This design comes from an exercise in tuning for small area and a short achievable clock period on the open sky130 flow, not from production work.
In this exercise RTL edits were held to simulation tests only and were not proved equivalent to the original.

== main ==
## churn_core
module churn_core (
    input              clk,
    input              rst,           
    input              ce,            
    input              start,         
    input      [12:0]  prog_len,      
    input      [31:0]  budget,        
    input              xbank_sat,     
    input      [63:0]  win_dcn,       
    input      [31:0]  win_count,     
    input      [6:0]   position,      
    output             busy,
    output             done,
    output reg [31:0]  last_cycles,
    output             pm_rd,
    output     [11:0]  pm_addr,
    input      [31:0]  pm_data,
    output             x_rd,
    output     [10:0]  x_addr,
    input      [127:0] x_data,
    output             y_rd,
    output     [12:0]  y_addr,
    input      [95:0]  y_data,
    output             z_rd,
    output     [12:0]  z_raddr,
    input      [127:0] z_rdata,
    output     [3:0]   z_we,
    output     [12:0]  z_waddr,
    output     [127:0] z_wdata,
    output             rec_hdr,
    output     [10:0]  rec_words,
    output     [3:0]   rec_flags,
    output     [15:0]  rec_outno,
    output             rec_dat,
    output     [3:0]   rec_mask,
    output     [127:0] rec_data
);
Size in the first run: about 23000 cells after synthesis, about 930 I/O pins, roughly 210000 µm² of cells after synthesis.
Settings: LEC_CHECK=0, CAP_MARGIN=30, CORE_MARGIN=2, CORE_UTILIZATION=45, SLEW_MARGIN=30; clock period 22.0 ns.
standard.sh (not shown) runs the stock make flow with config.mk's settings and CLKGATE_MAP_FILE= SYNTH_SCRIPT=/design/flow/synth_recipe.tcl, a recipe that flattens the netlist after the stock synthesis.
==> flow/flow/run.sh <==
#!/bin/bash
# Layout: the standard flow (standard synthesis unchanged) in two runs
# of standard.sh, both with the timing repair asked to leave setup slack of
# SETUP_SLACK_MARGIN ns at the design's own clock period and constraints,
# free to resize cells to other footprints, and with buf_2 as the port
# buffer. The second run (global and detailed routing, finish) does not
# clone gates, so its repair adds no load that its slew and capacitance
# repair, which runs before it, has not seen. Each run's make output goes to
# a log of its own; each tool's own log is under orfs/logs.
set -euo pipefail
COMMON=(SETUP_SLACK_MARGIN=11.5 MATCH_CELL_FOOTPRINT=0 'BUFFER_PORTS_ARGS=-buffer_cell sky130_fd_sc_hd__buf_2')
bash standard.sh "${COMMON[@]}" cts > standard_to_cts.log 2>&1
bash standard.sh "${COMMON[@]}" SKIP_GATE_CLONING=1 finish > standard_finish.log 2>&1
### main -> the feature branch
Settings: CAP_MARGIN now 20, was 30; CORE_UTILIZATION now 35, was 45; SLEW_MARGIN now 20, was 30.
==> flow/flow/run.sh <==
#!/bin/bash
# Layout: the standard flow (standard synthesis unchanged) in two runs
# of standard.sh. Up to clock tree synthesis the timing repair is asked to
# leave setup slack of SETUP_SLACK_MARGIN ns at the design's own clock
# period and constraints; after it, routing runs as standard (margin 0), so
# its repair only fixes slew, capacitance and real violations. Cells may be
# resized to other footprints, and ports are buffered with buf_4. Each run's
# make output goes to a log of its own; each tool's log is under orfs/logs.
set -euo pipefail
COMMON=(MATCH_CELL_FOOTPRINT=0 'BUFFER_PORTS_ARGS=-buffer_cell sky130_fd_sc_hd__buf_4')
bash standard.sh "${COMMON[@]}" SETUP_SLACK_MARGIN=11.5 cts > standard_to_cts.log 2>&1
bash standard.sh "${COMMON[@]}" SETUP_SLACK_MARGIN=0 finish > standard_finish.log 2>&1
Findings:
The feature branch: all stages done; final checks FAILED (max-capacitance violations). main: PASS, flow complete, no timing, DRC or antenna violations. The feature branch against main: global-route usage now sits lower; clock period minus final worst setup slack up 0.24 ns; share of the core filled with cells in the final layout down 12 points. Antenna cell count, main and the feature branch: larger value in main. Run comparison: main highest-delay cell along the critical path or4_1; the feature branch highest-delay cell along the critical path xor2_1. Relative to main, the placed instance count measured on the feature branch has increased by a few percent. main and the feature branch ended up with nearly the same hold slack. Compared to main, the feature branch has filler cell count in the final layout 37% higher. Area of the die, main and the feature branch: larger value in the feature branch.


Another version of the RTL of churn_core (not shown whole).
For scale: roughly 30000 cells after synthesis, roughly 2100 flip-flops, roughly 930 I/O pins, ~0.22 mm^2 of cells after synthesis.
==> flow/config.mk <==
export PLATFORM = sky130hd
export DESIGN_NAME = churn_core
export DESIGN_NICKNAME = churn_core
export VERILOG_FILES = /design/flow/design.v
export SDC_FILE = /design/flow/constraint.sdc
export NUM_CORES = 8
export LEC_CHECK = 0
export ABC_AREA = 1
export CAP_MARGIN = 30
export CORE_MARGIN = 2
export CORE_UTILIZATION = 50
export SLEW_MARGIN = 30
==> flow/constraint.sdc <==
create_clock -name core_clock -period 22.0 [get_ports {clk}]
set_input_delay 4.4000 -clock core_clock [delete_from_list [all_inputs] [get_ports {clk}]]
set_output_delay 4.4000 -clock core_clock [all_outputs]
set_load 0.01 [all_outputs]
==> flow/flow/run.sh <==
#!/bin/bash
# Layout: the standard flow (standard synthesis unchanged) in two runs
# of standard.sh, both with the timing repair asked to leave setup slack of
# SETUP_SLACK_MARGIN ns at the design's own clock period and constraints,
# free to resize cells to other footprints, and with buf_2 as the port
# buffer. The second run (global and detailed routing, finish) does not
# clone gates, so its repair adds no load that its slew and capacitance
# repair, which runs before it, has not seen. Each run's make output goes to
# a log of its own; each tool's own log is under orfs/logs.
set -euo pipefail
COMMON=(SETUP_SLACK_MARGIN=12 MATCH_CELL_FOOTPRINT=0 'BUFFER_PORTS_ARGS=-buffer_cell sky130_fd_sc_hd__buf_2')
bash standard.sh "${COMMON[@]}" cts > standard_to_cts.log 2>&1
bash standard.sh "${COMMON[@]}" SKIP_GATE_CLONING=1 finish > standard_finish.log 2>&1
Edit:
Settings changed: CORE_UTILIZATION 50 to 45.
After rerunning:
- The changed run completed without violations
- global-route usage came out lower by 5.5 points
- cell area hardly moves
- worst hold slack got worse by 0.017 ns
- setup slack improved by 0.14 ns

-- separate check: timing with driven ports --
The flow's constraints put no driver on any port. The routed layouts listed below were extracted and timed again, unchanged, in two steps.
Step 1 sets driving cells, clkbuf_16 on the clock port and buf_2 on the other inputs (assumed; they add their load-dependent delay and slew).
Step 2 times the ports against the registers' clock, not the clock port: input delays grow and output delays shrink by t, the midpoint of the rising clock arrivals with the driver on.
Slacks: ideal / step 1 / step 2; pairs: ideal / step 1.
run	t (ns)	slack for setup (ns)	worst setup path after step 2	worst slew at a driven data input, ns	pins driven straight from the clock port
main	1.144	10.522 / 10.371 / 10.324	input to register	0.32	1
the feature branch	1.110	10.278 / 10.156 / 10.004	input to register	0.24	1
the first run of note 2	1.138	11.695 / 11.548 / 10.712	input to register	0.29	1
the second run of note 2	1.146	11.831 / 11.684 / 10.845	input to register	0.38	1
The setup slack of the second run of note 2, which loses most, moves by -0.147 ns with the drivers and by -0.986 ns with both steps.
